From an optimization exercise on the open Yosys and OpenROAD flow, aimed at small area, a short achievable clock period and few clock cycles per item; shortcuts taken in it are not production practice. Where RTL was checked, it was by simulation tests only, not by an equivalence proof against the original. Only the layout flow was run in run 1; the RTL was not checked for function there.

## flow/design.v (module list and top-level ports; edited modules follow where they fit)
// module dtc_core: 576 lines
// module dtc_sqr: 661 lines
// module dtc_mul2: 1418 lines
// module dtc_mul1: 791 lines
module dtc_core (
    input  wire               clk,
    input  wire               rst,           
    input  wire               start,
    input  wire signed [15:0] ia,
    input  wire signed [15:0] ib,
    input  wire signed [15:0] ic,
    input  wire        [11:0] vms,
    input  wire               model_en,
    input  wire signed [15:0] cos_th,
    input  wire signed [15:0] sin_th,
    input  wire signed [23:0] t_ref,
    input  wire signed [23:0] f_ref,
    input  wire        [15:0] rs,
    input  wire        [15:0] kv,
    input  wire        [15:0] ld,
    input  wire        [15:0] lq,
    input  wire signed [23:0] psi_pm,
    input  wire        [14:0] model_gain,
    input  wire        [15:0] tq_gain,
    input  wire        [15:0] i_max,
    input  wire        [22:0] t_max,
    input  wire signed [23:0] f_min,
    input  wire signed [23:0] f_max,
    input  wire        [22:0] ht,
    input  wire        [22:0] hf,
    output wire               ready,
    output reg                done,
    output wire        [2:0]  vec,
    output wire signed [23:0] t_est,
    output reg         [23:0] f_est,
    output wire        [1:0]  tq_code,
    output wire               fx_code,
    output wire        [2:0]  sector,
    output wire               cur_lim,
    output wire               ref_lim,
    output wire               sense_fault,
    output wire        [15:0] switches
);
  // ...
==> flow/run.sh <==
#!/bin/bash
# synth_recipe.tcl (not shown) runs the flow's synth.tcl, then flattens the netlist and writes it again
# the make line also repeats each setting of config.mk as NAME=value (left out here)
make -C /OpenROAD-flow-scripts/flow DESIGN_CONFIG=/design/flow/config.mk WORK_HOME=/design/flow/orfs CLKGATE_MAP_FILE= SYNTH_SCRIPT=/design/flow/synth_recipe.tcl finish
==> flow/config.mk <==
export PLATFORM = sky130hd
export DESIGN_NAME = dtc_core
export DESIGN_NICKNAME = dtc_core
export VERILOG_FILES = /design/flow/design.v
export SDC_FILE = /design/flow/constraint.sdc
export NUM_CORES = 8
export LEC_CHECK = 0
export ABC_CLOCK_PERIOD_IN_PS = 6000
export CAP_MARGIN = 20
export CORE_MARGIN = 2
export CORE_UTILIZATION = 40
export PLACE_DENSITY = 0.6
export SETUP_SLACK_MARGIN = 5
export SLEW_MARGIN = 20
==> flow/constraint.sdc <==
create_clock -name core_clock -period 15.0 [get_ports {clk}]
set_input_delay 3.0000 -clock core_clock [delete_from_list [all_inputs] [get_ports {clk}]]
set_output_delay 3.0000 -clock core_clock [all_outputs]
set_load 0.01 [all_outputs]
==> reports/metrics.cfg, run 1 <==
[outcome]
outcome = complete, no violations

[sta]
tns_ns = 0
slew_headroom_pct = 10.8
finalClockSkew_ns = 0.112

[synth]
postSynth.asyncResetShare_pct = 0
synth_fp_nets = 25249
ys_seq_elements = 1325
yosys.area.top_type = fa_1
synth.area.top_cells = fa_1 23%, ha_1 11%, edfxtp_1 10%
synth_top_cell_area_share_pct = 23.0
synth_compound_area_share_pct = 19.8

[grt]
grt_pass1_vias = 155456
global_route.usage.met2_pct = 45.6
met1_usage_pct = 41.3

[worst_setup_path]
reg2reg_depth = 32
crit_top_cell = fa_1
path_buf_inv = 4
crit_path_end = b_pcbe[18]$_SDFF_PN1_

[finish]
fillCellCount = 44301
area.growth.synth_to_final_pct = 11.6
fin_nets = 25240
largest_register_ffs = 48

[detailed_routing]
wirelength_met1_microns = 298000

[floorplanning]
ios = 474
die_h_microns = 680

[clocking]
clock_latency_ns = 0.98

==> module dtc_core, before the edit <==
module dtc_core (
    input  wire               clk,
    input  wire               rst,           
    input  wire               start,
    input  wire signed [15:0] ia,
    input  wire signed [15:0] ib,
    input  wire signed [15:0] ic,
    input  wire        [11:0] vms,
    input  wire               model_en,
    input  wire signed [15:0] cos_th,
    input  wire signed [15:0] sin_th,
    input  wire signed [23:0] t_ref,
    input  wire signed [23:0] f_ref,
    input  wire        [15:0] rs,
    input  wire        [15:0] kv,
    input  wire        [15:0] ld,
    input  wire        [15:0] lq,
    input  wire signed [23:0] psi_pm,
    input  wire        [14:0] model_gain,
    input  wire        [15:0] tq_gain,
    input  wire        [15:0] i_max,
    input  wire        [22:0] t_max,
    input  wire signed [23:0] f_min,
    input  wire signed [23:0] f_max,
    input  wire        [22:0] ht,
    input  wire        [22:0] hf,
    output wire               ready,
    output reg                done,
    output wire        [2:0]  vec,
    output wire signed [23:0] t_est,
    output reg         [23:0] f_est,
    output wire        [1:0]  tq_code,
    output wire               fx_code,
    output wire        [2:0]  sector,
    output wire               cur_lim,
    output wire               ref_lim,
    output wire               sense_fault,
    output wire        [15:0] switches
);
    function signed [23:0] sat24;
        input signed [47:0] v;
        begin
            if (v > 48'sd8388607)
                sat24 = 24'sd8388607;
            else if (v < -48'sd8388608)
                sat24 = -24'sd8388608;
            else
                sat24 = v[23:0];
        end
    endfunction
    function [16:0] abs16;
        input signed [15:0] v;
        begin
            abs16 = v[15] ? -{v[15], v} : {1'b0, v};
        end
    endfunction
    function [2:0] vcode;      
        input [2:0] n;
        begin
            case (n)
                3'd1: vcode = 3'b100;
                3'd2: vcode = 3'b110;
                3'd3: vcode = 3'b010;
                3'd4: vcode = 3'b011;
                3'd5: vcode = 3'b001;
                default: vcode = 3'b101;
            endcase
        end
    endfunction
    function [2:0] wrap6;       
        input signed [4:0] n;
        begin
            if (n < 5'sd1)
                wrap6 = n + 5'sd6;
            else if (n > 5'sd6)
                wrap6 = n - 5'sd6;
            else
                wrap6 = n[2:0];
        end
    endfunction
    function [23:0] clampu24;
        input signed [26:0] v;
        begin
            if (v[26])
                clampu24 = 24'd0;
            else if (v[25:24] != 2'b00)
                clampu24 = 24'hffffff;
            else
                clampu24 = v[23:0];
        end
    endfunction
    reg [1:0] ph;
    reg       rdy, rdy_o;
    reg       v1, v2, v3;          
    assign ready = rdy_o;
    wire acc = start & rdy;
    reg [3:0] q1a, q1b, q1c, q1d, q2a, q2b, q2c, q2d, q3a, q3b, q3c, q4a, q4b, q4c, qsa, qsb, qsc, qsd, qe, qb, qr;
    always @(posedge clk) begin
        if (rst) begin
            q1a <= 4'b0001;
            q1b <= 4'b0001;
            q1c <= 4'b0001;
            q1d <= 4'b0001;
            q2a <= 4'b0001;
            q2b <= 4'b0001;
            q2c <= 4'b0001;
            q2d <= 4'b0001;
            q3a <= 4'b0001;
            q3b <= 4'b0001;
            q3c <= 4'b0001;
            q4a <= 4'b0001;
            q4b <= 4'b0001;
            q4c <= 4'b0001;
            qsa <= 4'b0001;
            qsb <= 4'b0001;
            qsc <= 4'b0001;
            qsd <= 4'b0001;
            qe <= 4'b0001;
            qb <= 4'b0001;
            qr <= 4'b0001;
        end else begin
            q1a <= {q1a[2:0], q1a[3]};
            q1b <= {q1b[2:0], q1b[3]};
            q1c <= {q1c[2:0], q1c[3]};
            q1d <= {q1d[2:0], q1d[3]};
            q2a <= {q2a[2:0], q2a[3]};
            q2b <= {q2b[2:0], q2b[3]};
            q2c <= {q2c[2:0], q2c[3]};
            q2d <= {q2d[2:0], q2d[3]};
            q3a <= {q3a[2:0], q3a[3]};
            q3b <= {q3b[2:0], q3b[3]};
            q3c <= {q3c[2:0], q3c[3]};
            q4a <= {q4a[2:0], q4a[3]};
            q4b <= {q4b[2:0], q4b[3]};
            q4c <= {q4c[2:0], q4c[3]};
            qsa <= {qsa[2:0], qsa[3]};
            qsb <= {qsb[2:0], qsb[3]};
            qsc <= {qsc[2:0], qsc[3]};
            qsd <= {qsd[2:0], qsd[3]};
            qe <= {qe[2:0], qe[3]};
            qb <= {qb[2:0], qb[3]};
            qr <= {qr[2:0], qr[3]};
        end
    end
    always @(posedge clk) begin
        if (rst) begin
            ph  <= 2'd0;
            rdy <= 1'b0;
            rdy_o <= 1'b0;
            v1  <= 1'b0;
            v2  <= 1'b0;
            v3  <= 1'b0;
        end else begin
            ph  <= ph + 2'd1;
            rdy <= (ph == 2'd2);
            rdy_o <= qsd[2];
            if (ph == 2'd3) begin
                v1 <= acc;
                v2 <= v1;
                v3 <= v2;
            end
        end
    end
    wire signed [17:0] w_sal  = 2 * ia - ib - ic;
    wire signed [16:0] w_sbe  = ib - ic;
    wire signed [17:0] w_isum = ia + ib + ic;
    wire        [16:0] w_aia  = abs16(ia);
    wire        [16:0] w_aib  = abs16(ib);
    wire        [16:0] w_aic  = abs16(ic);
    wire               w_cur  = (w_aia > {1'b0, i_max}) || (w_aib > {1'b0, i_max})
                                || (w_aic > {1'b0, i_max});
    wire signed [23:0] w_tmax = {1'b0, t_max};
    wire signed [23:0] w_ntmax = -w_tmax;
    wire               w_thi  = t_ref > w_tmax;
    wire               w_tlo  = t_ref < w_ntmax;
    wire signed [23:0] w_tlim = w_thi ? w_tmax : w_tlo ? w_ntmax : t_ref;
    wire               w_flo  = f_ref < f_min;
    wire               w_fhi  = f_ref > f_max;
    wire               w_fmm  = f_min > f_max;
    wire               w_feq  = f_ref == f_max;
    wire signed [23:0] w_flim = w_flo ? (w_fmm ? f_max : f_min) : (w_fhi ? f_max : f_ref);
    wire               w_rlim = w_thi | w_tlo | w_fhi | (w_flo & ~w_feq);
    reg signed [17:0] c_sal;
    reg        [17:0] c_aisum;
    reg signed [16:0] c_sbe;
    reg               c_cur, c_rlim, c_men;
    reg signed [23:0] c_tlim, c_flim, c_pm;
    reg        [11:0] c_vms;
    reg        [15:0] c_kv, c_rs, c_ld, c_lq, c_tqg, c_imax;
    wire       [17:0] w_aisum = w_isum[17] ? -w_isum : w_isum;
    always @(posedge clk) begin
        c_sal   <= w_sal;
        c_sbe   <= w_sbe;
        c_aisum <= w_aisum;
        c_vms   <= vms;
        c_kv    <= kv;
        c_imax  <= i_max;
    end
    reg signed [15:0] c_cos, c_sin;
    reg        [14:0] c_g;
    reg        [22:0] c_ht, c_hf;
    always @(posedge clk) begin
        if (rdy) begin
            c_cur  <= w_cur;
            c_tlim <= w_tlim;
            c_flim <= w_flim;
            c_rlim <= w_rlim;
            c_men  <= model_en;
            c_cos  <= cos_th;
            c_sin  <= sin_th;
            c_rs   <= rs;
            c_ld   <= ld;
            c_lq   <= lq;
            c_pm   <= psi_pm;
            c_g    <= model_gain;
            c_tqg  <= tq_gain;
            c_ht   <= ht;
            c_hf   <= hf;
        end
    end
    reg signed [16:0] fr_ial, fr_ibe;
    reg        [15:0] fr_vstep;
    reg signed [17:0] fr_id, fr_iq;
    reg signed [23:0] fr_pcd, fr_pcq;
    reg signed [20:0] fr_rbe;
    reg signed [23:0] b_pcal, b_pcbe;
    reg signed [20:0] b_ral;
    wire signed [20:0] b_rbe = fr_rbe;
    reg        [14:0] b_v3;
    reg        [15:0] b_vq;
    reg        [14:0] b_g;
    reg signed [16:0] b_ibe, b_ial;
    reg        [15:0] b_tqg;
    reg        [23:0] b_a1, b_t2;
    reg signed [23:0] b_tlim;
    reg        [22:0] b_ht;
    reg               b_cur, b_sense, b_rlim;
    reg signed [23:0] psi_al, psi_be;
    reg signed [23:0] pv_al, pv_be;
    reg signed [24:0] d_al, d_be;
    reg signed [24:0] c_hi;
    reg        [47:0] sq;
    reg        [2:0]  sec_n;
    reg signed [23:0] t_new;
    reg               f_lt1, f_ge2;
    reg signed [23:0] k_tlim;
    reg signed [25:0] k_th, k_tl;
    reg               k_cur, k_sense, k_rlim;
    reg        [2:0]  s_vec;
    reg        [1:0]  s_tq;
    reg               s_fx;
    reg        [15:0] s_sw;
    reg        [1:0]  s_scnt;
    reg               s_sf;
    reg signed [23:0] h_test;
    reg        [2:0]  h_sec;
    reg               h_cur, h_rlim;
    wire signed [23:0] e_sal  = c_sal;
    wire signed [23:0] e_sbe  = c_sbe;
    wire signed [23:0] e_ial  = fr_ial;
    wire signed [23:0] e_ibe  = fr_ibe;
    wire signed [16:0] e_cos  = c_cos;
    wire signed [16:0] e_sin  = c_sin;
    wire signed [16:0] e_rs   = {1'b0, c_rs};
    wire signed [24:0] e_id   = fr_id;
    wire signed [24:0] e_iq   = fr_iq;
    wire signed [24:0] e_ial4 = fr_ial;
    wire signed [23:0] u1_a0 = ({24{q1a[0]}} & e_sal) | ({24{q1a[1]}} & e_ial)
                             | ({24{q1a[2]}} & psi_al) | ({24{q1a[3]}} & fr_pcd);
    wire signed [16:0] u1_b0 = ({17{q1b[0]}} & 17'sd21845) | ({17{q1b[1]}} & e_cos)
                             | ({17{q1b[2]}} & b_ibe) | ({17{q1b[3]}} & e_cos);
    wire signed [23:0] u1_a1 = ({24{q1c[1]}} & e_ibe)
                             | ({24{q1c[2]}} & psi_be) | ({24{q1c[3]}} & fr_pcq);
    wire signed [16:0] u1_b1 = ({17{q1d[1]}} & e_sin)
                             | ({17{q1d[2]}} & b_ial) | ({17{q1d[3]}} & e_sin);
    wire               u1_n1 = q1d[2] | q1d[3];
    wire signed [23:0] u2_a0 = ({24{q2a[0]}} & e_sbe) | ({24{q2a[1] | q2a[2]}} & e_ibe)
                             | ({24{q2a[3]}} & fr_pcd);
    wire signed [16:0] u2_b0 = ({17{q2b[0]}} & 17'sd37837) | ({17{q2b[1]}} & e_cos)
                             | ({17{q2b[2]}} & e_rs) | ({17{q2b[3]}} & e_sin);
    wire signed [23:0] u2_a1 = ({24{q2c[1]}} & e_ial) | ({24{q2c[3]}} & fr_pcq);
    wire signed [16:0] u2_b1 = ({17{q2d[1]}} & e_sin) | ({17{q2d[3]}} & e_cos);
    wire               u2_n1 = q2d[1];
    wire signed [24:0] u3_a = ({25{q3a[0]}} & {13'd0, c_vms}) | ({25{q3a[1]}} & d_al)
                            | ({25{q3a[2]}} & e_id) | ({25{q3a[3]}} & c_hi);
    wire signed [16:0] u3_b = ({17{q3b[0]}} & {1'b0, c_kv}) | ({17{q3b[1]}} & {2'b00, b_g})
                            | ({17{q3b[2]}} & {1'b0, c_ld}) | ({17{q3b[3]}} & {1'b0, b_tqg});
    wire signed [41:0] u3_c = ({42{q3c[1]}} & {{3{pv_al[23]}}, pv_al, 15'd0})
                            | ({42{q3c[2]}} & {{6{c_pm[23]}}, c_pm, 12'd0});
    wire signed [24:0] u4_a = ({25{q4a[0]}} & {9'd0, c_imax}) | ({25{q4a[1]}} & d_be)
                            | ({25{q4a[2]}} & e_iq) | ({25{q4a[3]}} & e_ial4);
    wire signed [16:0] u4_b = ({17{q4b[0]}} & 17'sd6554) | ({17{q4b[1]}} & {2'b00, b_g})
                            | ({17{q4b[2]}} & {1'b0, c_lq}) | ({17{q4b[3]}} & e_rs);
    wire signed [41:0] u4_c = ({42{q4c[1]}} & {{3{pv_be[23]}}, pv_be, 15'd0})
                            | ({42{q4c[0]}} & {8'd0, c_aisum, 16'd0});
    wire               u4_n = q4c[0];
    wire        [47:0] z1, z2, z3, z4;
    dtc_mul2 u_m1 (.a0(u1_a0), .b0(u1_b0), .a1(u1_a1), .b1(u1_b1), .n1(u1_n1), .y(z1));
    dtc_mul2 u_m2 (.a0(u2_a0), .b0(u2_b0), .a1(u2_a1), .b1(u2_b1), .n1(u2_n1), .y(z2));
    dtc_mul1 u_m3 (.a(u3_a), .b(u3_b), .n(1'b0), .c(u3_c), .y(z3));
    dtc_mul1 u_m4 (.a(u4_a), .b(u4_b), .n(u4_n), .c(u4_c), .y(z4));
    wire signed [41:0] y1 = z1[41:0];
    wire signed [41:0] y2 = z2[41:0];
    wire signed [41:0] y3 = z3[41:0];
    wire signed [41:0] y4 = z4[41:0];
    reg                fr_sense;
    wire signed [26:0] w_a1 = (2 * c_flim - $signed({1'b0, c_hf}) + 1) >>> 1;
    wire signed [26:0] w_t2 = (2 * c_flim + $signed({1'b0, c_hf}) + 2) >>> 1;
    wire        [31:0] p_v3 = fr_vstep * 17'd21845;
    wire        [32:0] vs_x = fr_vstep;
    wire        [32:0] p_vq = (vs_x << 15) + (vs_x << 12) + (vs_x << 10) - (vs_x << 6)
                            + (vs_x << 4) - (vs_x << 2) + vs_x;
    always @(posedge clk) begin
        if (qe[0]) begin
            fr_ial   <= y1 >>> 16;
            fr_ibe   <= y2 >>> 16;
            fr_vstep <= y3[27:12];
        end
        if (qe[0])
            fr_sense <= ~y4[41] & (y4 != 42'sd0);
        fr_id  <= y1 >>> 15;
        fr_iq  <= y2 >>> 15;
        fr_pcd <= sat24(y3 >>> 12);
        fr_pcq <= y4 >>> 12;
        if (qe[2])
            fr_rbe <= y2 >>> 12;
        b_pcal  <= sat24(y1 >>> 15);
        b_pcbe  <= sat24(y2 >>> 15);
        b_ral   <= y4 >>> 12;
        b_v3    <= p_v3[30:16];
        b_vq    <= p_vq[31:16];
        if (qe[3]) begin
            b_g     <= c_men ? c_g : 15'd0;
            b_ibe   <= fr_ibe;
            b_ial   <= fr_ial;
            b_tqg   <= c_tqg;
            b_a1    <= clampu24(w_a1);
            b_t2    <= clampu24(w_t2);
            b_tlim  <= c_tlim;
            b_ht    <= c_ht;
            b_cur   <= c_cur;
            b_sense <= fr_sense;
            b_rlim  <= c_rlim;
        end
    end
    wire               c_gth = t_new > k_th;        
    wire               c_ltl = t_new < k_tl;        
    wire               c_gem = t_new >= k_tlim;     
    wire               c_lem = t_new <= k_tlim;     
    wire               c_pos = ~t_new[23] & (t_new != 24'sd0);
    wire               c_neg = t_new[23];
    reg         [1:0]  tq_nx;
    wire               fx_nx = f_lt1 | (~f_ge2 & s_fx);
    always @(*) begin
        if (k_cur)
            tq_nx = c_pos ? 2'b11 : c_neg ? 2'b01 : 2'b00;
        else case (s_tq)
            2'b01:   tq_nx = c_gth ? 2'b11 : c_gem ? 2'b00 : 2'b01;
            2'b11:   tq_nx = c_ltl ? 2'b01 : c_lem ? 2'b00 : 2'b11;
            default: tq_nx = c_ltl ? 2'b01 : c_gth ? 2'b11 : 2'b00;
        endcase
    end
    wire signed [4:0]  vn_p = $signed({2'b00, sec_n}) + (fx_nx ? 5'sd1 : 5'sd2);
    wire signed [4:0]  vn_m = $signed({2'b00, sec_n}) - (fx_nx ? 5'sd1 : 5'sd2);
    wire        [2:0]  vc_z = (s_vec == 3'b000 || s_vec == 3'b100 || s_vec == 3'b010
                               || s_vec == 3'b001) ? 3'b000 : 3'b111;
    wire        [2:0]  vc_p = vcode(wrap6(vn_p));
    wire        [2:0]  vc_m = (vn_m == 5'sd0) ? vc_z : vcode(wrap6(vn_m));
    wire        [2:0]  vec_nx = (tq_nx == 2'b01) ? vc_p : (tq_nx == 2'b11) ? vc_m : vc_z;
    wire        [2:0]  vdiff = s_vec ^ vec_nx;
    wire        [1:0]  nsw   = vdiff[0] + vdiff[1] + vdiff[2];
    wire        [2:0]  vprev = v3 ? vec_nx : s_vec;
    wire               ua2   = (vprev == 3'b100) || (vprev == 3'b011);
    wire               ua_1  = (vprev == 3'b110) || (vprev == 3'b010)
                               || (vprev == 3'b001) || (vprev == 3'b101);
    wire               ua_n  = ~vprev[2] & (vprev[1] | vprev[0]);
    wire               ub_1  = vprev[1] ^ vprev[0];
    wire               ub_n  = ~vprev[1] & vprev[0];
    wire        [16:0] m_al  = ua2 ? {1'b0, b_v3, 1'b0} : ua_1 ? {2'b00, b_v3} : 17'd0;
    wire        [16:0] m_be  = ub_1 ? {1'b0, b_vq} : 17'd0;
    wire signed [25:0] x_mal = {9'd0, m_al} ^ {26{ua_n}};
    wire signed [25:0] x_mbe = {9'd0, m_be} ^ {26{ub_n}};
    wire signed [25:0] p0_al = psi_al - b_ral;
    wire signed [25:0] p0_be = psi_be - b_rbe;
    wire signed [25:0] d0_al = b_pcal + b_ral - psi_al;
    wire signed [25:0] d0_be = b_pcbe + b_rbe - psi_be;
    wire signed [24:0] ds_al = p0_al[25] ? b_pcal + 25'sd8388608 : b_pcal - 25'sd8388607;
    wire signed [24:0] ds_be = p0_be[25] ? b_pcbe + 25'sd8388608 : b_pcbe - 25'sd8388607;
    wire signed [25:0] pr_al = p0_al + x_mal + ua_n;
    wire signed [25:0] pr_be = p0_be + x_mbe + ub_n;
    wire signed [25:0] dr_al = d0_al + ~x_mal + {25'd0, ~ua_n};
    wire signed [25:0] dr_be = d0_be + ~x_mbe + {25'd0, ~ub_n};
    wire               o_al  = pr_al[25:23] != {3{pr_al[25]}};
    wire               o_be  = pr_be[25:23] != {3{pr_be[25]}};
    wire signed [23:0] sv_al = p0_al[25] ? -24'sd8388608 : 24'sd8388607;
    wire signed [23:0] sv_be = p0_be[25] ? -24'sd8388608 : 24'sd8388607;
    wire signed [23:0] w_pv_al = o_al ? sv_al : pr_al[23:0];
    wire signed [23:0] w_pv_be = o_be ? sv_be : pr_be[23:0];
    wire signed [24:0] w_d_al  = o_al ? ds_al : dr_al[24:0];
    wire signed [24:0] w_d_be  = o_be ? ds_be : dr_be[24:0];
    wire signed [41:0] pbe_x = psi_be;
    wire signed [41:0] p_y3 = (pbe_x <<< 16) - (pbe_x <<< 13) - (pbe_x <<< 9)
                              - (pbe_x <<< 6) - (pbe_x <<< 3) - (pbe_x <<< 2);
    wire signed [26:0] y3s  = p_y3 >>> 15;
    wire signed [26:0] sx   = psi_al;
    wire signed [26:0] sp   = sx - y3s;
    wire signed [26:0] sqq  = sx + y3s;
    reg         [2:0]  w_sec;
    always @(*) begin
        if (sp > 0 && sqq >= 0)
            w_sec = 3'd1;
        else if (sp <= 0 && sx > 0)
            w_sec = 3'd2;
        else if (sx <= 0 && sqq > 0)
            w_sec = 3'd3;
        else if (sqq <= 0 && sp < 0)
            w_sec = 3'd4;
        else if (sp >= 0 && sx < 0)
            w_sec = 3'd5;
        else if (sx >= 0 && sqq < 0)
            w_sec = 3'd6;
        else
            w_sec = 3'd1;
    end
    wire        sa_s = qsa[2] & psi_al[23];
    wire        sb_s = qsb[2] & psi_be[23];
    wire [23:0] sa_y = qsa[2] ? {1'b0, psi_al[22:0] ^ {23{psi_al[23]}}} : b_a1;
    wire [23:0] sb_y = qsb[2] ? {1'b0, psi_be[22:0] ^ {23{psi_be[23]}}} : b_t2;
    wire [49:0] sq_n = qsc[2] ? 50'd0 : {2'b11, ~sq};
    wire [49:0] ra0, ra1, rb0, rb1;
    dtc_sqr u_sqa (.y(sa_y), .s(sa_s), .a1(sq_n), .ci(1'b0), .r0(ra0), .r1(ra1));
    dtc_sqr u_sqb (.y(sb_y), .s(sb_s), .a1(sq_n), .ci(1'b0), .r0(rb0), .r1(rb1));
    wire [49:0] za = ra0 + ra1;
    wire [49:0] zb = rb0 + rb1;
    wire [49:0] w_s = ra0 + ra1 + rb0 + rb1;
    always @(posedge clk) begin
        pv_al <= w_pv_al;
        pv_be <= w_pv_be;
        d_al  <= w_d_al;
        d_be  <= w_d_be;
        if (qb[1] && v2) begin
            psi_al <= y3 >>> 15;
            psi_be <= y4 >>> 15;
        end
        c_hi <= y1 >>> 16;
        if (qb[2])
            sq <= w_s[47:0];
        if (qb[2])
            sec_n <= w_sec;
        t_new  <= sat24(y3 >>> 12);
        f_lt1  <= ~za[49];
        f_ge2  <= zb[49];
        k_tlim <= b_tlim;
        k_th   <= b_tlim + $signed({3'b000, b_ht});
        k_tl   <= b_tlim - $signed({3'b000, b_ht});
        k_cur  <= b_cur;
        k_sense <= b_sense;
        k_rlim <= b_rlim;
        if (rst) begin
            psi_al <= 24'sd0;
            psi_be <= 24'sd0;
        end
    end
    always @(posedge clk) begin
        if (rst) begin
            s_vec  <= 3'b000;
            s_tq   <= 2'b00;
            s_fx   <= 1'b1;
            s_sw   <= 16'd0;
            s_scnt <= 2'd0;
            s_sf   <= 1'b0;
        end else if (qb[0] && v3) begin
            s_vec <= vec_nx;
            s_tq  <= tq_nx;
            s_fx  <= fx_nx;
            s_sw  <= s_sw + nsw;
            if (k_sense) begin
                if (s_scnt == 2'd3)
                    s_sf <= 1'b1;
                else
                    s_scnt <= s_scnt + 2'd1;
            end else begin
                s_scnt <= 2'd0;
            end
        end
        if (qb[0] && v3) begin
            h_test <= t_new;
            h_sec  <= sec_n;
            h_cur  <= k_cur;
            h_rlim <= k_rlim;
        end
    end
    function [50:0] sqstep;    
        input [26:0] rem_i;
        input [23:0] root_i;
        input [1:0]  b;
        reg   [26:0] r;
        reg   [27:0] df;
        begin
            r  = {rem_i[24:0], b};
            df = {1'b0, r} - {2'b00, root_i, 2'b01};
            if (!df[27])
                r = df[26:0];
            sqstep = {r, root_i[22:0], ~df[27]};
        end
    endfunction
    function [50:0] sqrt3;
        input [26:0] rem_i;
        input [23:0] root_i;
        input [5:0]  bits;
        reg   [50:0] x;
        begin
            x = sqstep(rem_i, root_i, bits[5:4]);
            x = sqstep(x[50:24], x[23:0], bits[3:2]);
            sqrt3 = sqstep(x[50:24], x[23:0], bits[1:0]);
        end
    endfunction
    reg  [12:0] ra_rem;         
    reg  [11:0] ra_root;
    reg  [24:0] rb_rem;         
    reg  [20:0] rb_root;
    reg  [23:0] rb_s;           
    wire [5:0]  sa_bits = ({6{qr[3]}} & sq[47:42]) | ({6{qr[0]}} & sq[41:36])
                        | ({6{qr[1]}} & sq[35:30]) | ({6{qr[2]}} & sq[29:24]);
    wire [50:0] sa_out  = sqrt3({14'd0, ra_rem & {13{~qr[3]}}},
                                {12'd0, ra_root & {12{~qr[3]}}}, sa_bits);
    wire [26:0] sb_rin  = qr[3] ? {14'd0, ra_rem} : {2'd0, rb_rem};
    wire [23:0] sb_qin  = qr[3] ? {12'd0, ra_root} : {3'd0, rb_root};
    wire [50:0] sb_out  = sqrt3(sb_rin, sb_qin, rb_s[23:18]);
    always @(posedge clk) begin
        ra_rem  <= sa_out[36:24];
        ra_root <= sa_out[11:0];
        rb_rem  <= sb_out[48:24];
        rb_root <= sb_out[20:0];
        rb_s    <= qr[2] ? sq[23:0] : {rb_s[17:0], 6'd0};
    end
    reg               v4;
    reg        [2:0]  o_vec;
    reg        [1:0]  o_tq;
    reg               o_fx, o_sf, o_cur, o_rlim;
    reg        [15:0] o_sw;
    reg signed [23:0] o_test;
    reg        [2:0]  o_sec;
    always @(posedge clk) begin
        if (rst) begin
            done <= 1'b0;
            v4   <= 1'b0;
        end else begin
            done <= qr[2] && v4;
            if (qr[3])
                v4 <= v3;
        end
        if (qr[2] && v4)
            f_est <= sb_out[23:0];
        if (qr[0] && v4) begin
            o_vec  <= s_vec;
            o_tq   <= s_tq;
            o_fx   <= s_fx;
            o_sw   <= s_sw;
            o_sf   <= s_sf;
            o_test <= h_test;
            o_sec  <= h_sec;
            o_cur  <= h_cur;
            o_rlim <= h_rlim;
        end
    end
    assign vec         = o_vec;
    assign tq_code     = o_tq;
    assign fx_code     = o_fx;
    assign switches    = o_sw;
    assign sense_fault = o_sf;
    assign t_est       = o_test;
    assign sector      = o_sec;
    assign cur_lim     = o_cur;
    assign ref_lim     = o_rlim;
endmodule
==> run 2: changes to the inputs <==
--- a/flow/design.v
+++ b/flow/design.v
@@ -172,7 +172,8 @@
     wire signed [23:0] w_tmax = {1'b0, t_max};
     wire signed [23:0] w_ntmax = -w_tmax;
     wire               w_thi  = t_ref > w_tmax;
-    wire               w_tlo  = t_ref < w_ntmax;
+    wire signed [24:0] w_tsum = t_ref + $signed({1'b0, t_max});
+    wire               w_tlo  = w_tsum[24];           
     wire signed [23:0] w_tlim = w_thi ? w_tmax : w_tlo ? w_ntmax : t_ref;
     wire               w_flo  = f_ref < f_min;
     wire               w_fhi  = f_ref > f_max;
==> run 2 against run 1 <==
  * Still clean
  * Sequential cell count is 1 higher
  * Setup slack worse by 0.0056 ns
  * Register-to-register slack hardly changed
  * Sequential share of layout area hardly changed
  * Via count is 1.2% higher
  * Highest routed layer unchanged
==> reports/metrics.cfg, run 2 <==
[outcome]
outcome = complete, no violations  ; unchanged

[grt]
grt_max_degree = 90  ; was 87
grt_pass1_wl_microns = 1060000  ; about the same
antenna_found_initial = 52  ; was 49
grt_overflow = 0  ; unchanged
globalRouteTotalUtil_pct = 30.3  ; was 31.0%
grt_pass1_vias = 157069  ; was 155456

[finish]
mostFrequentLayoutCell = inv_1  ; unchanged
fin_nets = 25354  ; was 25240
top_register = sq  ; unchanged
area.growth.synth_to_final_pct = 11.0  ; was 11.6%
final_cell_mix = 3088 x inv_1, 2102 x fa_1, 1597 x ha_1, 1465 x a21oi_1, 1357 x o21ai_0  ; was 3162 x inv_1, 2103 x fa_1, 1591 x ha_1, 1565 x a21oi_1, 1359 x nor2_1
final_cells = 27558  ; was 27305
final_layout_size_suffix_gt1_share_pct = 7.17  ; was 7.57%
largest_register_ffs = 48  ; unchanged

[floorplanning]
num_rows = 249  ; was 248
ios = 474  ; unchanged
initial_core_util_pct = 40.2  ; was 40.1%
dieWidth_microns = 683  ; was 680 microns
die_h_microns = 683  ; was 680 microns
coreArea_sq_um = 460000  ; was 456000 sq um
dieArea_sq_um = 467000  ; was 463000 sq um

[clocking]
clock_sinks = 1326  ; was 1325
clock_latency_ns = 0.97  ; was 0.98 ns
cts_buffer_depth = 4  ; unchanged
numCtsBuffers = 153  ; was 162
cts-root-buf = clkbuf_16  ; unchanged
htreeDepth = 4  ; unchanged
clkTransAtPathRegs_ns = 0.06  ; about the same
cts_tree = done  ; unchanged

[worst_setup_path]
crit_top_cell = fa_1  ; unchanged
critical_path.slowest_cell = edfxtp_1  ; was and2_1
reg2reg_depth = 37  ; was 32
cp_data_arrival_time_ns = 10.60  ; was 10.58 ns
crit_required_ns = 15.77  ; was 15.75 ns
worst_path_largest_cell_delay_ns = 0.62  ; was 0.89 ns
critPathLaunchType = flip-flop  ; unchanged
rr_startpoint = c_rs[1]$_DFFE_PP_  ; was fr_pcd[2]$_SDFF_PN1_
crit_fanout = 21  ; was 23
crit_path_end_kind = flip-flop  ; unchanged
r2r-end = b_pcbe[19]$_SDFF_PN1_  ; was b_pcbe[18]$_SDFF_PN1_
rrSetupSlack_ns = 5.17  ; was 5.18 ns
worst-setup-path-type = flip-flop to flip-flop  ; unchanged

[synth]
synth_common_cells = 3103 x inv_1, 2102 x fa_1, 1599 x ha_1  ; was 3173 x inv_1, 2103 x fa_1, 1601 x a21oi_1
synth_fp_nets = 25508  ; was 25249
ys_seq_elements = 1326  ; was 1325
yosysSeqAreaShare_pct = 17.8  ; was 17.9%
syn_inst = 21411  ; was 21150
synth_top_cell_area_share_pct = 22.8  ; was 23.0%
synth-main-ff-cell = dfxtp_1  ; unchanged
synth.area.top_cells = fa_1 23%, ha_1 11%, edfxtp_1 10%  ; unchanged
yosysWarnings = 1  ; unchanged
synth.most_common_cell = inv_1  ; unchanged
yosys.area.top_type = fa_1  ; unchanged
synth.distinct_cells = 98  ; was 107
syn_area_per_cell_sq_um = 8.62  ; was 8.65 sq um
synth_edf_count = 622  ; unchanged
syn-cell-area_sq_um = 185000  ; was 183000 sq um
postSynth.asyncResetShare_pct = 0  ; unchanged

[sta]
slew_headroom_pct = 17.9  ; was 10.8%
fin_crit_ns = 9.83  ; was 9.82 ns
setup_violations = 0  ; unchanged
drv_slew = 0  ; unchanged
tns_ns = 0  ; unchanged
max_freq_ghz = 0.102  ; about the same
finalClockSkew_ns = 0.0877  ; was 0.112 ns
fin_crit_sh_pct = 65.5  ; about the same
hold_viol_final = 0  ; unchanged
whs_ns = 0.339  ; was 0.333 ns
rsz0062_at_grt = false  ; was true
worst_slew_pin_slew_ns = 1.22  ; was 1.33 ns

[detailed_routing]
ant_nets = 0  ; unchanged
drt_iter0_drc = 20302  ; was 19327
drc_errors = 0  ; unchanged
via_per_inst = 5.94  ; was 5.93
via_count = 163745  ; was 161800
drtPass1Iterations = 10  ; unchanged
finalWirelength_microns = 730000  ; was 736000 microns
wl_per_cell_microns = 26.5  ; was 27.0 microns

[placed_design]
place_inst = 27159  ; was 26855
port_buffers = 472  ; unchanged
hpwl_microns = 561000  ; was 565000 microns
place.gp.congestion = 1.02  ; was 0.998

[hold_path]
whs_path_depth = 0  ; unchanged
min_to = k_sense$_DFF_P_  ; unchanged
hp-class = flip-flop to flip-flop  ; unchanged
worstHoldStart = b_sense$_DFFE_PP_  ; unchanged

[run]
drv_cap = 0  ; unchanged

==> run 2: cell types whose count changed after synthesis, sizes merged, moves of 47 or more <==
cell,before,now
a21oi,1602,1501
a22oi,507,573
a31oi,123,170
clkbuf,1209,1281
inv,3181,3111
mux2i,92,143
nand2,1055,1000
nand3,272,320
nor3,236,332
o21ai,1234,1405
o221ai,263,212
xnor2,1075,1003
==> run 2: worst max-delay path, delay by kind of cell, from the launching register on <==
| kind | cells | cell delay [ns] |
|---|---|---|
| adder cells (fa/ha/maj) | 8 | 3.75 |
| AO/OA/AOI/OAI | 9 | 1.85 |
| buffers and inverters | 10 | 1.56 |
| AND/OR/NAND/NOR | 8 | 1.32 |
| flip-flops | 1 | 0.62 |
| XOR/XNOR | 2 | 0.45 |
==> run 2: repair_timing <==
action | 4_1_cts | 5_1_grt
gates resized for setup | 162 | 212
hold buffers | 0 | 0
setup buffers | 15 | 60
setup endpoints to repair | 252 | 231
gates cloned | 10 | 6
hold endpoints to repair | 0 | 0
pin swaps | 13 | 32
==> run 2: worst max path at each step <==
stage / startpoint / to / cells after the start
3_3_place_gp: q2b[1]$_SDFF_PP0_ / b_pcbe[10]$_SDFF_PN1_ / 36
2_1_floorplan: qr[3]$_SDFF_PP0_ / f_est[0]$_DFFE_PP_ / 45
5_1_grt: c_cos[11]$_DFFE_PP_ / b_pcbe[19]$_SDFF_PN1_ / 34
3_5_place_dp: q2b[1]$_SDFF_PP0_ / b_pcbe[10]$_SDFF_PN1_ / 36
4_1_cts: q1d[1]$_SDFF_PP0_ / b_pcal[2]$_SDFF_PN1_ / 32
6_report: c_rs[1]$_DFFE_PP_ / b_pcbe[19]$_SDFF_PN1_ / 37
==> run 2: final cells by class <==
class / instances / area, sq um
fillers: 44751 / 255000
multi-input cells: 15560 / 137000
flip-flops and latches: 1326 / 32800
inverters: 3117 / 11800
repair buffers: 1096 / 9880
well taps: 6149 / 7690
clock buffers: 184 / 4150
clock inverters: 95 / 1200
diodes: 28 / 70.1
repair inverters: 3 / 15.0
==> run 2: logic make-up (layout without fill, tap and decap cells) <==
group	Yosys count	in the layout	synth area share [%]
flops	1326	1326	17.8
compound gates	5970	5973	20.3
xor+xnor	1546	1546	7.35
buf+inv	4534	4495	9.24
simple gates	4085	4091	10.3
fa+ha+maj	3725	3725	33.8
mux	225	225	1.28
other cells	0	28	0
==> run 2: layer usage <==
| layer | track usage [%] | routed length (microns) | share of wire (%) | vias to the layer above |
|---|---|---|---|---|
| met5 | 0.112 | 169 | 0.023 | - |
| met4 | 18.9 | 55700 | 7.6 | 18 |
| met3 | 7.82 | 80900 | 11 | 1907 |
| met2 | 45.1 | 307000 | 42 | 9150 |
| met1 | 39.2 | 286000 | 39 | 79961 |
| li1 | - | - | - | 72709 |
==> run 2: per-stage QoR <==
step	setup slack, ns	area [sq um]	utilization (%)
global route	4.97	205000	44.6
finish	5.17	205000	44.6
floorplan	5.10	185000	-
CTS	5.00	203000	44.2
global placement	2.86	197000	42.9
detailed placement	2.76	197000	42.9
Testbench counts of run 2, summed over its fixed seeds: cycles 9,648, items 2,400.
==> run 3: changes to the inputs <==
--- a/flow/config.mk
+++ b/flow/config.mk
@@ -9,6 +9,7 @@
 export CAP_MARGIN = 20
 export CORE_MARGIN = 2
 export CORE_UTILIZATION = 40
+export CTS_BUF_LIST = sky130_fd_sc_hd__clkbuf_4 sky130_fd_sc_hd__clkbuf_8
 export PLACE_DENSITY = 0.6
 export SETUP_SLACK_MARGIN = 5
 export SLEW_MARGIN = 20
==> run 3 against run 2 <==
  * Maximum frequency is essentially flat
  * Critical path depth shrank 8
  * Synthesized cell count unchanged
  * Synthesized area stayed put
  * Final area is 0.14% higher
  * Count of clock-buffer cells in the layout increased by 141
  * Non-clock buffer count increased by 14
  * Setup slack worse by 0.0071 ns
  * Critical path type unchanged
  * Critical endpoint is now b_pcbe[20]$_SDFF_PN1_
==> reports/metrics.cfg, run 3 <==
[detailed_routing]
wl_per_cell_microns = 26.4  ; was 26.5 microns
drtPass1Iterations = 14  ; was 10
via_count = 164231  ; was 163745
finalWirelength_microns = 732000  ; was 730000 microns
top_layer_used = met5  ; unchanged
via_per_inst = 5.92  ; was 5.94
ant_nets = 0  ; unchanged
drt_iter0_drc = 20099  ; was 20302
wl_met2_microns = 306000  ; was 307000 microns
drc_errors = 0  ; unchanged
met3_wirelength_microns = 80300  ; was 80900 microns
wirelength_met1_microns = 288000  ; was 286000 microns

[worst_setup_path]
critPathLaunchType = flip-flop  ; unchanged
crit_fanout = 16  ; was 21
rrSetupSlack_ns = 5.16  ; was 5.17 ns
reg2reg_depth = 29  ; was 37
cp_data_arrival_time_ns = 10.80  ; was 10.60 ns
crit_path_end_kind = flip-flop  ; unchanged
crit_required_ns = 15.97  ; was 15.77 ns
worst-setup-path-type = flip-flop to flip-flop  ; unchanged
worst_path_largest_cell_delay_ns = 1.10  ; was 0.62 ns
critical_path.slowest_cell = a22o_1  ; was edfxtp_1
crit_top_cell = fa_1  ; unchanged

[finish]
area.growth.synth_to_final_pct = 11.2  ; was 11.0%
largest_register_ffs = 48  ; unchanged
fillCellCount = 44765  ; was 44751
final_layout_size_suffix_gt1_share_pct = 7.99  ; was 7.17%
fin_nets = 25449  ; was 25354
final_cells = 27730  ; was 27558
mostFrequentLayoutCell = inv_1  ; unchanged
final_cell_mix = 3088 x inv_1, 2102 x fa_1, 1595 x ha_1, 1464 x a21oi_1, 1356 x o21ai_0  ; was 3088 x inv_1, 2102 x fa_1, 1597 x ha_1, 1465 x a21oi_1, 1357 x o21ai_0
top_register = sq  ; unchanged

[sta]
tns_ns = 0  ; unchanged
hold_viol_final = 0  ; unchanged
setup_violations = 0  ; unchanged
finalClockSkew_ns = 0.138  ; was 0.0877 ns
fin_crit_sh_pct = 65.6  ; was 65.5%
worst_slew_pin_slew_ns = 1.28  ; was 1.22 ns
fin_crit_ns = 9.84  ; was 9.83 ns
rsz0062_at_grt = false  ; unchanged
slew_headroom_pct = 14.7  ; was 17.9%
drv_slew = 0  ; unchanged
max_freq_ghz = 0.102  ; about the same
postLayoutSetupSlackWorst_ns = 5.16  ; was 5.17 ns

[grt]
grt_pass1_wl_microns = 1060000  ; about the same
grt_overflow = 0  ; unchanged
antenna_found_initial = 45  ; was 52
globalRouteTotalUtil_pct = 30.4  ; was 30.3%
grt_max_degree = 90  ; unchanged
grt_pass1_vias = 157764  ; was 157069

[synth]
yosysSeqAreaShare_pct = 17.8  ; unchanged
synth_common_cells = 3103 x inv_1, 2102 x fa_1, 1599 x ha_1  ; unchanged
yosys.area.top_type = fa_1  ; unchanged
yosysWarnings = 1  ; unchanged
ys_seq_elements = 1326  ; unchanged
syn_inst = 21411  ; unchanged
syn_area_per_cell_sq_um = 8.62  ; unchanged
synth_top_cell_area_share_pct = 22.8  ; unchanged
syn-cell-area_sq_um = 185000  ; unchanged
synth_edf_count = 622  ; unchanged
synth.distinct_cells = 98  ; unchanged
postSynth.asyncResetShare_pct = 0  ; unchanged
synth.most_common_cell = inv_1  ; unchanged
synth-main-ff-cell = dfxtp_1  ; unchanged
synth_fp_nets = 25508  ; unchanged
synth.area.top_cells = fa_1 23%, ha_1 11%, edfxtp_1 10%  ; unchanged

[outcome]
outcome = complete, no violations  ; unchanged

[hold_path]
hp-class = flip-flop to flip-flop  ; unchanged
whs_path_depth = 0  ; unchanged

[clocking]
cts_tree = done  ; unchanged
htreeDepth = 4  ; unchanged
clkTransAtPathRegs_ns = 0.07  ; was 0.06 ns
numCtsBuffers = 233  ; was 153
clock_latency_ns = 1.23  ; was 0.97 ns
cts_buffer_depth = 4  ; unchanged
cts-root-buf = clkbuf_8  ; was clkbuf_16
clock_sinks = 1326  ; unchanged

[floorplanning]
coreArea_sq_um = 460000  ; unchanged
num_rows = 249  ; unchanged
dieArea_sq_um = 467000  ; unchanged
dieWidth_microns = 683  ; unchanged
initial_core_util_pct = 40.2  ; unchanged
ios = 474  ; unchanged
die_h_microns = 683  ; unchanged

[run]
drv_cap = 0  ; unchanged

[placed_design]
place_inst = 27159  ; unchanged
post-place-ws_ns = 2.76  ; unchanged
hpwl_microns = 561000  ; unchanged
port_buffers = 472  ; unchanged
place.gp.congestion = 1.02  ; unchanged

[run 3: changes by cell type in the layout (fill, tap and decap cells not counted), sizes merged]
| cell | delta |
|---|---|
| clkbuf | +142 |
| clkinv | +25 |
| inv | -15 |
| buf | +13 |
| bufinv | +8 |
| diode | -3 |
| clkinvlp | +1 |
| xor2 | +1 |
[run 3: critical path: cells and delay by family (launching register included)]
kind / cells / cell delay (ns)
AO/OA/AOI/OAI: 9 / 3.06
XOR/XNOR: 2 / 0.38
adder cells (fa/ha/maj): 7 / 3.60
buffers and inverters: 6 / 0.87
flip-flops: 1 / 0.84
AND/OR/NAND/NOR: 5 / 0.74
[run 3: final timing paths]
path                                           start               endpoint
worst min-delay path               b_sense$_DFFE_PP_        k_sense$_DFF_P_
worst max register to register  fr_ial[15]$_DFFE_PP_  b_pcbe[20]$_SDFF_PN1_
worst min register to register     b_sense$_DFFE_PP_        k_sense$_DFF_P_
worst max-delay path            fr_ial[15]$_DFFE_PP_  b_pcbe[20]$_SDFF_PN1_
[run 3: cells by family (layout without fill, tap and decap cells)]
group                      count (synthesis)  in the layout  synth area share [%]
xor gates and xnor gates                1546           1547                  7.35
adders and majority gates               3725           3725                  33.8
other                                      0             25                     0
muxes                                    225            225                  1.28
AOI/OAI and AO/OA                       5970           5973                  20.3
buffers and inverters                   4534           4669                  9.24
and+or+nand+nor                         4085           4091                  10.3
DFF                                     1326           1326                  17.8
[run 3: area by class of cell]
class                           instances  area, sq um  share of cell area, %
Timing Repair Buffer                 1110         9980                   4.87
Sequential cell                      1326        32800                   16.0
Inverter                             3117        11800                   5.74
Antenna cell                           25         62.6                 0.0305
Multi-Input combinational cell      15561       137000                   66.9
Timing Repair inverter                  3         15.0                0.00732
Clock buffer                          325         4110                   2.00
Clock inverter                        114         1380                  0.671
Tap cell                             6149         7690                   3.75
[run 3: per-layer routing]
layer | up-vias | global-route usage (%)
met5 | - | 0.0918
met4 | 18 | 19.4
met3 | 1931 | 8.00
met2 | 9054 | 45.0
met1 | 80255 | 39.2
li1 | 72973 | -
[run 3: stage by stage]
stage	hold slack (ns)	util, %	area, sq um
after CTS	0.338	44.3	203000
final	0.335	44.6	205000
after detailed placement	0.327	42.9	197000
after floorplan	0.323	-	185000
after global routing	0.353	44.6	205000
after global placement	0.326	42.9	197000
[run 3: timing repair]
action / in CTS / in global routing
cloned: 11 / 7
endpoints found under the setup margin: 253 / 230
gates resized for setup: 171 / 210
hold buffers: 0 / 0
pin swaps: 15 / 40
buffers inserted: 20 / 67
==> run 4: changes to the inputs <==
==> flow/config.mk (replaced) <==
export PLATFORM = sky130hd
export DESIGN_NAME = dtc_core
export DESIGN_NICKNAME = dtc_core
export VERILOG_FILES = /design/flow/design.v
export SDC_FILE = /design/flow/constraint.sdc
export NUM_CORES = 8
export LEC_CHECK = 0
export ABC_AREA = 1
export CAP_MARGIN = 20
export CORE_MARGIN = 2
export CORE_UTILIZATION = 40
export PLACE_DENSITY = 0.6
export SETUP_SLACK_MARGIN = 5
export SLEW_MARGIN = 20
==> run 4 against run 3 <==
  * Register-to-register slack is essentially flat
  * Clock skew fell by 0.067 ns
  * Maximum frequency increased by 0.12%
  * Sequential share of layout area up 0.88 points
  * Worst hold slack improved by 0.0052 ns
  * Synthesized cell count down 2.1%
  * Core utilization decreased by 0.27 points
==> reports/metrics.cfg, run 4 <==
[synth]
synth.area.top_cells = fa_1 24%, ha_1 11%, edfxtp_1 11%  ; was fa_1 23%, ha_1 11%, edfxtp_1 10%
syn_area_per_cell_sq_um = 8.39  ; was 8.62 sq um
synth_top_cell_area_share_pct = 23.9  ; was 22.8%
syn_inst = 20955  ; was 21411
synth_fp_nets = 25052  ; was 25508
postSynth.asyncResetShare_pct = 0  ; unchanged
synth-main-ff-cell = dfxtp_1  ; unchanged
yosys.area.top_type = fa_1  ; unchanged
synth.distinct_cells = 82  ; was 98
yosysSeqAreaShare_pct = 18.6  ; was 17.8%
ys_seq_elements = 1326  ; unchanged
synth.most_common_cell = inv_1  ; unchanged
synth_edf_count = 622  ; unchanged
yosysWarnings = 1  ; unchanged
synth_common_cells = 4029 x inv_1, 2728 x nand2_1, 2102 x fa_1  ; was 3103 x inv_1, 2102 x fa_1, 1599 x ha_1
syn-cell-area_sq_um = 176000  ; was 185000 sq um

[floorplanning]
dieWidth_microns = 667  ; was 683 microns
num_rows = 243  ; was 249
initial_core_util_pct = 40.2  ; about the same
coreArea_sq_um = 438000  ; was 460000 sq um
ios = 474  ; unchanged
die_h_microns = 667  ; was 683 microns
dieArea_sq_um = 445000  ; was 467000 sq um

[clocking]
cts_buffer_depth = 4  ; unchanged
cts-root-buf = clkbuf_16  ; was clkbuf_8
clock_latency_ns = 0.93  ; was 1.23 ns
htreeDepth = 4  ; unchanged
clock_sinks = 1326  ; unchanged
clkTransAtPathRegs_ns = 0.06  ; was 0.07 ns
cts_hold_buf = 0  ; unchanged
cts_tree = done  ; unchanged
numCtsBuffers = 163  ; was 233

[finish]
largest_register_ffs = 48  ; unchanged
final_cells = 27129  ; was 27730
area.growth.synth_to_final_pct = 10.5  ; was 11.2%
top_register = sq  ; unchanged
final_cell_mix = 4011 x inv_1, 2719 x nand2_1, 2102 x fa_1, 1815 x xor2_1, 1598 x ha_1  ; was 3088 x inv_1, 2102 x fa_1, 1595 x ha_1, 1464 x a21oi_1, 1356 x o21ai_0
fin_nets = 25307  ; was 25449
mostFrequentLayoutCell = inv_1  ; unchanged
final_layout_size_suffix_gt1_share_pct = 5.04  ; was 7.99%
fillCellCount = 43346  ; was 44765

[sta]
fin_crit_sh_pct = 65.5  ; was 65.6%
hold_viol_final = 0  ; unchanged
rsz0062_at_grt = true  ; was false
tns_ns = 0  ; unchanged
setup_violations = 0  ; unchanged
fin_crit_ns = 9.82  ; was 9.84 ns
finalClockSkew_ns = 0.0710  ; was 0.138 ns
drv_slew = 0  ; unchanged
slew_headroom_pct = 12.6  ; was 14.7%
max_freq_ghz = 0.102  ; about the same
worst_slew_pin_slew_ns = 1.31  ; was 1.28 ns

[detailed_routing]
wl_per_cell_microns = 24.4  ; was 26.4 microns
drt_iter0_drc = 15335  ; was 20099
via_count = 148439  ; was 164231
ant_nets = 0  ; unchanged
drc_errors = 0  ; unchanged
finalWirelength_microns = 663000  ; was 732000 microns
drtPass1Iterations = 8  ; was 14
via_per_inst = 5.47  ; was 5.92

[placed_design]
port_buffers = 472  ; unchanged
hpwl_microns = 532000  ; was 561000 microns
place.gp.congestion = 1.03  ; was 1.02
place_inst = 26766  ; was 27159

[worst_setup_path]
startpoint = c_sin[14]$_DFFE_PP_  ; was fr_ial[15]$_DFFE_PP_
critical_path.slowest_cell = edfxtp_1  ; was a22o_1
crit_path_end_kind = flip-flop  ; unchanged
reg2reg_depth = 34  ; was 29
crit_fanout = 24  ; was 16
worst-setup-path-type = flip-flop to flip-flop  ; unchanged
critPathLaunchType = flip-flop  ; unchanged
rrSetupSlack_ns = 5.18  ; was 5.16 ns
crit_top_cell = inv_1  ; was fa_1
worst_path_largest_cell_delay_ns = 0.78  ; was 1.10 ns
rr_startpoint = c_sin[14]$_DFFE_PP_  ; was fr_ial[15]$_DFFE_PP_
r2r-end = b_pcbe[17]$_SDFF_PN1_  ; was b_pcbe[20]$_SDFF_PN1_
crit_path_end = b_pcbe[17]$_SDFF_PN1_  ; was b_pcbe[20]$_SDFF_PN1_
cp_data_arrival_time_ns = 10.61  ; was 10.80 ns
crit_required_ns = 15.79  ; was 15.97 ns

[grt]
globalRouteTotalUtil_pct = 29.2  ; was 30.4%
grt_max_degree = 85  ; was 90
grt_overflow = 0  ; unchanged
grt_pass1_wl_microns = 963000  ; was 1060000 microns
antenna_found_initial = 58  ; was 45
grt_pass1_vias = 144884  ; was 157764

[run]
drv_cap = 0  ; unchanged

[outcome]
outcome = complete, no violations  ; unchanged

[hold_path]
hp-class = flip-flop to flip-flop  ; unchanged
whs_path_depth = 0  ; unchanged

## run 4: cell types whose count changed after synthesis, sizes merged, moves of 186 or more
| cell | change |
|---|---|
| o21ai | -494 |
| o221ai | -186 |
| nor3 | -195 |
| nor2b | -235 |
| a22oi | -563 |
| xor2 | +1293 |
| a21oi | -396 |
| xnor2 | -681 |
| inv | +973 |
| a21o | -220 |
| clkbuf | -618 |
| nand2 | +1783 |
| o22ai | +307 |
## run 4: area by class of cell
| class | instances | area, sq um | share of cell area (%) |
|---|---|---|---|
| inverter | 4121 | 15600 | 8.01 |
| tap | 5757 | 7200 | 3.71 |
| multi-input combinational | 14717 | 125000 | 64.4 |
| antenna | 30 | 75.1 | 0.0386 |
| clock buffer | 207 | 4490 | 2.31 |
| sequential | 1326 | 32800 | 16.9 |
| timing repair inverter | 10 | 55.1 | 0.0283 |
| timing repair buffer | 871 | 7760 | 4.00 |
| clock inverter | 90 | 1130 | 0.581 |
## run 4: per-stage QoR
| step | instance area, sq um | setup WS (ns) | utilization (%) | hold slack (ns) |
|---|---|---|---|---|
| finish | 194000 | 5.18 | 44.4 | 0.340 |
| floorplan | 176000 | 6.30 | - | 0.323 |
| global route | 194000 | 4.96 | 44.4 | 0.354 |
| CTS | 194000 | 5.01 | 44.2 | 0.342 |
| detailed placement | 188000 | 4.46 | 42.9 | 0.328 |
| global placement | 188000 | 4.58 | 42.9 | 0.325 |
## run 4: how the worst min path moves through the flow
stage / start / to / slack (ns)
floorplan: b_cur$_DFFE_PP_ / k_cur$_DFF_P_ / 0.32
global placement: b_sense$_DFFE_PP_ / k_sense$_DFF_P_ / 0.33
detailed placement: b_sense$_DFFE_PP_ / k_sense$_DFF_P_ / 0.33
CTS: b_sense$_DFFE_PP_ / k_sense$_DFF_P_ / 0.34
global route: b_sense$_DFFE_PP_ / k_sense$_DFF_P_ / 0.35
finish: b_sense$_DFFE_PP_ / k_sense$_DFF_P_ / 0.34
## run 4: cell families (layout without fill, tap and decap cells)
logic type,count (synthesis),in the layout,synth area share [%]
AO/OA/AOI/OAI,3837,3837,12.9
multiplexers,6,6,0.0363
adder cells (fa/ha/maj),3703,3703,35.3
buffers and inverters,4912,5299,10.6
flip-flops,1326,1326,18.6
AND/OR/NAND/NOR,5014,5014,11.7
XOR/XNOR,2157,2157,10.8
other,0,30,0
## run 4: worst max-delay path, delay by kind of cell, from the launching register on
| kind | cells | cell delay (ns) |
|---|---|---|
| XOR/XNOR | 2 | 0.30 |
| flip-flops | 1 | 0.78 |
| adder cells (fa/ha/maj) | 7 | 3.27 |
| AND/OR/NAND/NOR | 7 | 1.57 |
| buffers and inverters | 8 | 0.84 |
| AO/OA/AOI/OAI | 10 | 2.96 |
## run 4: timing repair
item / 4_1_cts / 5_1_grt
endpoints found under the setup margin: 105 / 209
resized for setup: 26 / 86
gates cloned: 1 / 9
endpoints found under the hold margin: 0 / 0
setup buffers: 0 / 25
## run 4: routing by layer
metal | vias to the layer above | GRT usage [%] | share of wire [%]
met3 | 1493 | 7.61 | 11
met4 | 26 | 15.3 | 6.5
met1 | 71850 | 38.2 | 40
met2 | 7346 | 44.1 | 42
met5 | - | 0.195 | 0.042
li1 | 67724 | - | -
==> run 5: changes to the inputs <==
==> flow/flow/run.sh (new file) <==
#!/bin/bash
# The standard layout (the standard.sh, unchanged synthesis, floorplan,
# placement, clock tree and routing) with a tighter target for the timing
# repair: the resizer works until the setup slack at the design's clock
# period is at least 6 ns. The constraints and the clock are the design's.
set -euo pipefail
bash standard.sh SETUP_SLACK_MARGIN=6 finish > standard.log 2>&1
==> flow/standard.sh (new file) <==
#!/bin/bash
# synth_recipe.tcl (not shown) runs the flow's synth.tcl, then flattens the netlist and writes it again
# the make line also repeats each setting of config.mk as NAME=value (left out here)
make -C /OpenROAD-flow-scripts/flow DESIGN_CONFIG=/design/flow/config.mk WORK_HOME=/design/flow/orfs CLKGATE_MAP_FILE= SYNTH_SCRIPT=/design/flow/synth_recipe.tcl "${@:-finish}"
--- a/flow/config.mk
+++ b/flow/config.mk
@@ -5,10 +5,8 @@
 export SDC_FILE = /design/flow/constraint.sdc
 export NUM_CORES = 8
 export LEC_CHECK = 0
-export ABC_AREA = 1
 export CAP_MARGIN = 20
 export CORE_MARGIN = 2
 export CORE_UTILIZATION = 40
 export PLACE_DENSITY = 0.6
-export SETUP_SLACK_MARGIN = 5
 export SLEW_MARGIN = 20
removed: flow/run.sh
==> run 5 against run 4 <==
  * Count of clock-buffer cells in the layout fell by 1
  * Largest cell class unchanged
  * Critical path type unchanged
  * Worst hold slack improved by 0.0050 ns
  * First-iteration DRC count up 43%
  * Final area grew 10%
  * Maximum frequency is 7.6% higher
  * Sequential cell count did not move
  * Critical endpoint is now sq[47]$_DFFE_PP_
  * Clock skew rose by 0.037 ns
  * Register-to-register slack better by 0.70 ns
==> reports/metrics.cfg, run 5 <==
[synth]
synth_edf_count = 622  ; unchanged
synth_top_cell_area_share_pct = 22.8  ; was 23.9%
yosysWarnings = 1  ; unchanged
syn_inst = 21411  ; was 20955
synth.distinct_cells = 98  ; was 82
synth_common_cells = 3103 x inv_1, 2102 x fa_1, 1599 x ha_1  ; was 4029 x inv_1, 2728 x nand2_1, 2102 x fa_1
syn_area_per_cell_sq_um = 8.62  ; was 8.39 sq um
yosys.area.top_type = fa_1  ; unchanged
ys_seq_elements = 1326  ; unchanged
synth_fp_nets = 25508  ; was 25052
yosysSeqAreaShare_pct = 17.8  ; was 18.6%
synth.most_common_cell = inv_1  ; unchanged
postSynth.asyncResetShare_pct = 0  ; unchanged
syn-cell-area_sq_um = 185000  ; was 176000 sq um
synth-main-ff-cell = dfxtp_1  ; unchanged
synth.area.top_cells = fa_1 23%, ha_1 11%, edfxtp_1 10%  ; was fa_1 24%, ha_1 11%, edfxtp_1 11%

[clocking]
htreeDepth = 4  ; unchanged
cts_buffer_depth = 4  ; unchanged
cts_tree = done  ; unchanged
clkTransAtPathRegs_ns = 0.07  ; was 0.06 ns
cts_hold_buf = 0  ; unchanged
clock_latency_ns = 0.99  ; was 0.93 ns
cts-root-buf = clkbuf_16  ; unchanged
clock_sinks = 1326  ; unchanged
numCtsBuffers = 161  ; was 163

[sta]
setup_violations = 0  ; unchanged
max_freq_ghz = 0.110  ; was 0.102 GHz
tns_ns = 0  ; unchanged
whs_ns = 0.345  ; was 0.340 ns
fin_crit_sh_pct = 60.8  ; was 65.5%
drv_slew = 0  ; unchanged
slew_headroom_pct = 16.2  ; was 12.6%
worst_slew_pin_slew_ns = 1.25  ; was 1.31 ns
fin_crit_ns = 9.13  ; was 9.82 ns
hold_viol_final = 0  ; unchanged
finalClockSkew_ns = 0.108  ; was 0.0710 ns
rsz0062_at_grt = true  ; unchanged

[grt]
globalRouteTotalUtil_pct = 31.1  ; was 29.2%
grt_pass1_wl_microns = 1080000  ; was 963000 microns
grt_pass1_vias = 157744  ; was 144884
antenna_found_initial = 54  ; was 58
grt_overflow = 0  ; unchanged
grt_max_degree = 91  ; was 85

[finish]
top_register = sq  ; unchanged
final_cell_mix = 3040 x inv_1, 2073 x fa_1, 1543 x ha_1, 1404 x a21oi_1, 1319 x nor2_1  ; was 4011 x inv_1, 2719 x nand2_1, 2102 x fa_1, 1815 x xor2_1, 1598 x ha_1
mostFrequentLayoutCell = inv_1  ; unchanged
design_area_sq_um = 214000  ; was 194000 sq um
final_cells = 28048  ; was 27129
post-route-util_pct = 46.6  ; was 44.4%
fin_nets = 25815  ; was 25307
final_layout_size_suffix_gt1_share_pct = 11.6  ; was 5.04%
area.growth.synth_to_final_pct = 16.1  ; was 10.5%
largest_register_ffs = 48  ; unchanged

[placed_design]
port_buffers = 472  ; unchanged
post_dp_cell_area_sq_um = 197000  ; was 188000 sq um
hpwl_microns = 562000  ; was 532000 microns
place.gp.congestion = 1.00  ; was 1.03
place_inst = 27158  ; was 26766

[floorplanning]
dieWidth_microns = 683  ; was 667 microns
coreArea_sq_um = 460000  ; was 438000 sq um
ios = 474  ; unchanged
dieArea_sq_um = 467000  ; was 445000 sq um
die_h_microns = 683  ; was 667 microns
initial_core_util_pct = 40.2  ; about the same
num_rows = 249  ; was 243

[worst_setup_path]
critical_path.slowest_cell = fa_1  ; was edfxtp_1
crit_fanout = 8  ; was 24
worst-setup-path-type = flip-flop to flip-flop  ; unchanged
crit_required_ns = 15.65  ; was 15.79 ns
critPathLaunchType = flip-flop  ; unchanged
worst_path_largest_cell_delay_ns = 0.53  ; was 0.78 ns
cp_data_arrival_time_ns = 9.78  ; was 10.61 ns
crit_path_end_kind = flip-flop  ; unchanged

[detailed_routing]
via_per_inst = 5.98  ; was 5.47
drt_iter0_drc = 21980  ; was 15335
wl_per_cell_microns = 27.1  ; was 24.4 microns
via_count = 167723  ; was 148439
ant_nets = 0  ; unchanged
finalWirelength_microns = 761000  ; was 663000 microns
drtPass1Iterations = 10  ; was 8
drc_errors = 0  ; unchanged

[outcome]
outcome = complete, no violations  ; unchanged

[hold_path]
hp-class = flip-flop to flip-flop  ; unchanged

[run]
drv_cap = 0  ; unchanged

run 5: cell types whose count changed in the layout (fill, tap and decap cells not counted), moves of 388 or more:
cell,delta
nand2_1,-1820
a22oi_1,+499
inv_1,-971
xnor2_1,+624
buf_4,+388
o21ai_0,+513
xor2_1,-1299
run 5: cell families after synthesis:
| group | count (synthesis) | synth area share (%) |
|---|---|---|
| and+or+nand+nor | 4085 | 10.3 |
| adders and majority gates | 3725 | 33.8 |
| DFF | 1326 | 17.8 |
| buffers and inverters | 4534 | 9.24 |
| muxes | 225 | 1.28 |
| AOI/OAI and AO/OA | 5970 | 20.3 |
| xor gates and xnor gates | 1546 | 7.35 |
run 5: final cells by class:
class                      count  area (sq um)
inverter                    3117         11900
tap                         6149          7690
antenna                       47           118
clock buffer                 206          4440
fill                       43898        245000
clock inverter                91          1100
multi-input combinational  15580        141000
timing repair buffer        1528         15300
timing repair inverter         4          35.0
sequential                  1326         33000
run 5: worst paths after layout:
kind | start | end | slack [ns] | cells after the start
worst max-delay path | psi_al[23]$_SDFFE_PP0P_ | sq[47]$_DFFE_PP_ | 5.87 | 39
worst min-delay path | b_rlim$_DFFE_PP_ | k_rlim$_DFF_P_ | 0.35 | 0
worst max register to register | psi_al[23]$_SDFFE_PP0P_ | sq[47]$_DFFE_PP_ | 5.87 | 39
worst min register to register | b_rlim$_DFFE_PP_ | k_rlim$_DFF_P_ | 0.35 | 0
run 5: repair_timing:
item	CTS	global route
gates resized for setup	730	795
pin swaps	138	267
setup buffers	197	261
setup endpoints to repair	314	238
cloned	35	50
run 5: stage by stage:
| stage | worst slack, ns |
|---|---|
| finish | 5.87 |
| global route | 5.58 |
| CTS | 5.99 |
| detailed placement | 2.78 |
| global placement | 2.41 |
| floorplan | 5.99 |
run 5: worst max-delay path: cells and delay by family (launching register included):
kind,cells,cell delay [ns]
compound gates,15,3.06
xor+xnor,3,0.31
fa+ha+maj,8,3.46
buf+inv,10,1.18
flops,1,0.38
simple gates,3,0.37
run 5: layer usage:
metal,share of wire (%),GRT usage (%)
met5,0.037,0
met1,39,40.5
met2,41,45.4
met4,7.9,19.5
met3,12,8.97

[static timing again, ports no longer ideal]
Ports are ideal in the flow. The routed layouts listed here were re-timed in OpenROAD.
Step 1: set_driving_cell puts a clkbuf_16 on clk and a buf_2 on each other input, an assumption about the parent block.
Step 2 moves the port delays by t, midway between the first and last clock arrival at a register: inputs arrive t later, outputs are due t later. That takes back most of the time a late clock gives input paths.
a / b / c = no drivers / after step 1 / after step 2; a / b = the first two.
run | t (ns) | setup slack, ns | worst setup path after step 2
run 1 | 1.046 | 5.176 / 5.176 / 4.949 | input to register
run 2 | 1.047 | 5.171 / 5.171 / 5.171 | register to register
run 3 | 1.278 | 5.164 / 5.164 / 5.164 | register to register
run 4 | 1.022 | 5.175 / 5.175 / 5.175 | register to register
run 5 | 1.078 | 5.873 / 5.873 / 5.873 | register to register
After both steps setup and hold are still met in every run listed. The setup slack of run 1, which loses most, moves by 0.000 ns with the drivers and by -0.227 ns with both steps.
